Source: an optimization exercise on an open RTL-to-GDS flow (aim: small area, a short achievable clock period and few clock cycles per item). Production flows keep margins and buffers that such runs may drop.
Only simulation tests tie the RTL to the original design; equivalence was not proved.
Power is estimated from default activity; no workload was simulated.

// dedup_sort
module dedup_sort (
    input  wire        clk,
    input  wire        rst,           
    input  wire        in_valid,
    output wire        in_ready,
    input  wire [39:0] in_id,
    input  wire        in_skip,
    input  wire        in_last,
    output wire        out_valid,
    input  wire        out_ready,
    output wire        out_type,      
    output wire [39:0] out_id,
    output wire [4:0]  out_count,
    output wire [3:0]  out_inv,
    output wire        out_skip,
    output wire        out_last
);
    localparam integer N = 16;
    integer i;
    reg [39:0] ids  [0:N-1];
    reg        sk   [0:N-1];    
    reg        fo   [0:N-1];    
    reg        ev   [0:N-1];    
    reg [3:0]  rk   [0:N-1];    
    reg        rdy;
    reg        s1_v;
    reg [39:0] s1_id;
    reg        s1_skip;
    reg        s1_last;
    reg [3:0]  s1_idx;
    reg [4:0]  acnt;        
    reg        lock;        
    reg [4:0]  ucnt;        
    wire fire  = in_valid && rdy;
    wire alast = in_last || (acnt == 5'd15);
    function [1:0] cmp40;
        input [39:0] a;
        input [39:0] b;
        reg   [63:0] g, e;
        integer k, w;
        begin
            for (k = 0; k < 64; k = k + 1) begin
                if (k < 40) begin
                    g[k] = !a[k] && b[k];
                    e[k] = a[k] == b[k];
                end else begin
                    g[k] = 1'b0;
                    e[k] = 1'b1;
                end
            end
            for (w = 32; w >= 1; w = w / 2)
                for (k = 0; k < w; k = k + 1) begin
                    g[k] = g[2*k+1] || (e[2*k+1] && g[2*k]);
                    e[k] = e[2*k+1] && e[2*k];
                end
            cmp40 = {g[0], e[0]};
        end
    endfunction
    function [4:0] pc16;
        input [15:0] v;
        reg   [1:0] s2 [0:7];
        reg   [2:0] s4 [0:3];
        reg   [3:0] s8 [0:1];
        integer k;
        begin
            for (k = 0; k < 8; k = k + 1) s2[k] = {1'b0, v[2*k]} + {1'b0, v[2*k+1]};
            for (k = 0; k < 4; k = k + 1) s4[k] = {1'b0, s2[2*k]} + {1'b0, s2[2*k+1]};
  ...
For scale: about 100 I/O pins, roughly 53000 sq um of cells after synthesis.
==> flow/config.mk <==
export PLATFORM = sky130hd
export DESIGN_NAME = dedup_sort
export DESIGN_NICKNAME = dedup_sort
export VERILOG_FILES = /design/flow/design.v
export SDC_FILE = /design/flow/constraint.sdc
export NUM_CORES = 4
export LEC_CHECK = 0
export CAP_MARGIN = 20
export CORE_MARGIN = 2
export CORE_UTILIZATION = 60
export CTS_BUF_LIST = sky130_fd_sc_hd__clkbuf_4 sky130_fd_sc_hd__clkbuf_8
export SETUP_SLACK_MARGIN = 1.0
export SLEW_MARGIN = 20
==> flow/constraint.sdc <==
create_clock -name core_clock -period 30.0 [get_ports {clk}]
set_input_delay 6.0000 -clock core_clock [delete_from_list [all_inputs] [get_ports {clk}]]
set_output_delay 6.0000 -clock core_clock [all_outputs]
set_load 0.01 [all_outputs]
run.sh (not shown) runs the stock make flow with config.mk's settings and CLKGATE_MAP_FILE= SYNTH_SCRIPT=/design/flow/synth_recipe.tcl, a recipe that flattens the netlist after the stock synthesis.
Testbench counts at the start, summed over its fixed seeds: cycles 10,442, items 6,688.
==> next run, changes <==
--- a/flow/config.mk
+++ b/flow/config.mk
@@ -10,2 +10 @@
-export CORE_UTILIZATION = 60
-export CTS_BUF_LIST = sky130_fd_sc_hd__clkbuf_4 sky130_fd_sc_hd__clkbuf_8
+export CORE_UTILIZATION = 40
After rerunning: The changed run produced a clean layout; flip-flop and latch count is unchanged; power is higher by a few percent; sequential share of layout area fell by 0.80 points; sequential power barely changes; routed wire length came out higher by a few percent; worst hold slack got worse by 0.019 ns; utilization falls by 21 points; die area is higher by well over a third; cell area rises slightly; setup slack gets better by 0.028 ns.

dedup_sort, a different RTL version from the one above (not shown whole).
For scale: roughly 4500 cells after synthesis, about 880 flip-flops, ~100 I/O pins, about 48000 um2 of cells after synthesis.
Settings: LEC_CHECK=0, CAP_MARGIN=20, CORE_MARGIN=2, CORE_UTILIZATION=50, SETUP_SLACK_MARGIN=1.0, SLEW_MARGIN=20; clock period 30.0 ns.
standard.sh (not shown) runs the stock make flow with config.mk's settings and CLKGATE_MAP_FILE= SYNTH_SCRIPT=/design/flow/synth_recipe.tcl, a recipe that flattens the netlist after the stock synthesis.
==> flow/flow/run.sh <==
#!/bin/bash
# Standard layout, with timing repair asked to aim for a shorter period than
# the clock's (the SDC is unchanged): repair_timing keeps working until each
# path has SETUP_SLACK_MARGIN ns of slack at the design's period. Ports are
# buffered with buf_2 instead of the delay cell buffer_ports picks by default,
# the clock tree uses larger sink clusters and no dummy loads, and repair_design
# keeps 30% away from the slew and capacitance limits.
set -euo pipefail
bash standard.sh SETUP_SLACK_MARGIN=23 SLEW_MARGIN=30 CAP_MARGIN=30 \
  "BUFFER_PORTS_ARGS=-buffer_cell sky130_fd_sc_hd__buf_2" \
  "CTS_ARGS=-sink_clustering_enable -repair_clock_nets -sink_clustering_size 20 -sink_clustering_max_diameter 80 -dont_use_dummy_load" \
  finish > run_standard.log 2>&1
The baseline completed without violations.
Testbench counts at the start, summed over its fixed seeds: cycles 10,442, items 6,688.
Rerun with:
--- a/flow/config.mk
+++ b/flow/config.mk
@@ -9,3 +9,3 @@
 export CORE_MARGIN = 2
-export CORE_UTILIZATION = 50
+export CORE_UTILIZATION = 40
 export SETUP_SLACK_MARGIN = 1.0
Effect: The new run ran to the end with no violations. Total power is higher slightly. Worst setup slack gets worse by 0.043 ns. Synthesized cell count does not change. Design area came out higher slightly. Fmax is lower slightly. Clock skew went up by 0.020 ns. Die area increases by a quarter to a third. Global-route usage drops by 8.7 points. Cell count grows by a few percent.

[afterwards: timing with drivers on the ports]
No port has a modelled driver above. Below, the same layouts with a new extraction and two added sets of constraints.
Step 1: set_driving_cell puts a clkbuf_16 on clk and a buf_2 on each other input, an assumption about the parent block.
Step 2 adds t to the input delays and takes it off the output delays; t is the mean of the earliest and latest rising clock arrival at the registers after step 1. Input paths then give back, and output paths get back, about the clock's delay inside the block.
Slacks: no drivers / after step 1 / after step 2; pairs: no drivers / after step 1.
run | t, ns | setup slack, ns | worst setup path after step 2 | worst slew at a driven data input, ns
the first run of note 1 | 0.921 | 22.069 / 22.029 / 21.325 | input to register | 0.04
the second run of note 1 | 0.806 | 22.097 / 22.097 / 21.610 | input to register | 0.04
the first run of note 2 | 0.762 | 22.765 / 22.683 / 22.504 | input to register | 0.04
the second run of note 2 | 0.768 | 22.722 / 22.645 / 22.526 | input to register | 0.06
After both steps setup and hold are still met in every run listed. The setup slack of the first run of note 1, which loses most, moves by -0.040 ns with the drivers and by -0.744 ns with both steps.
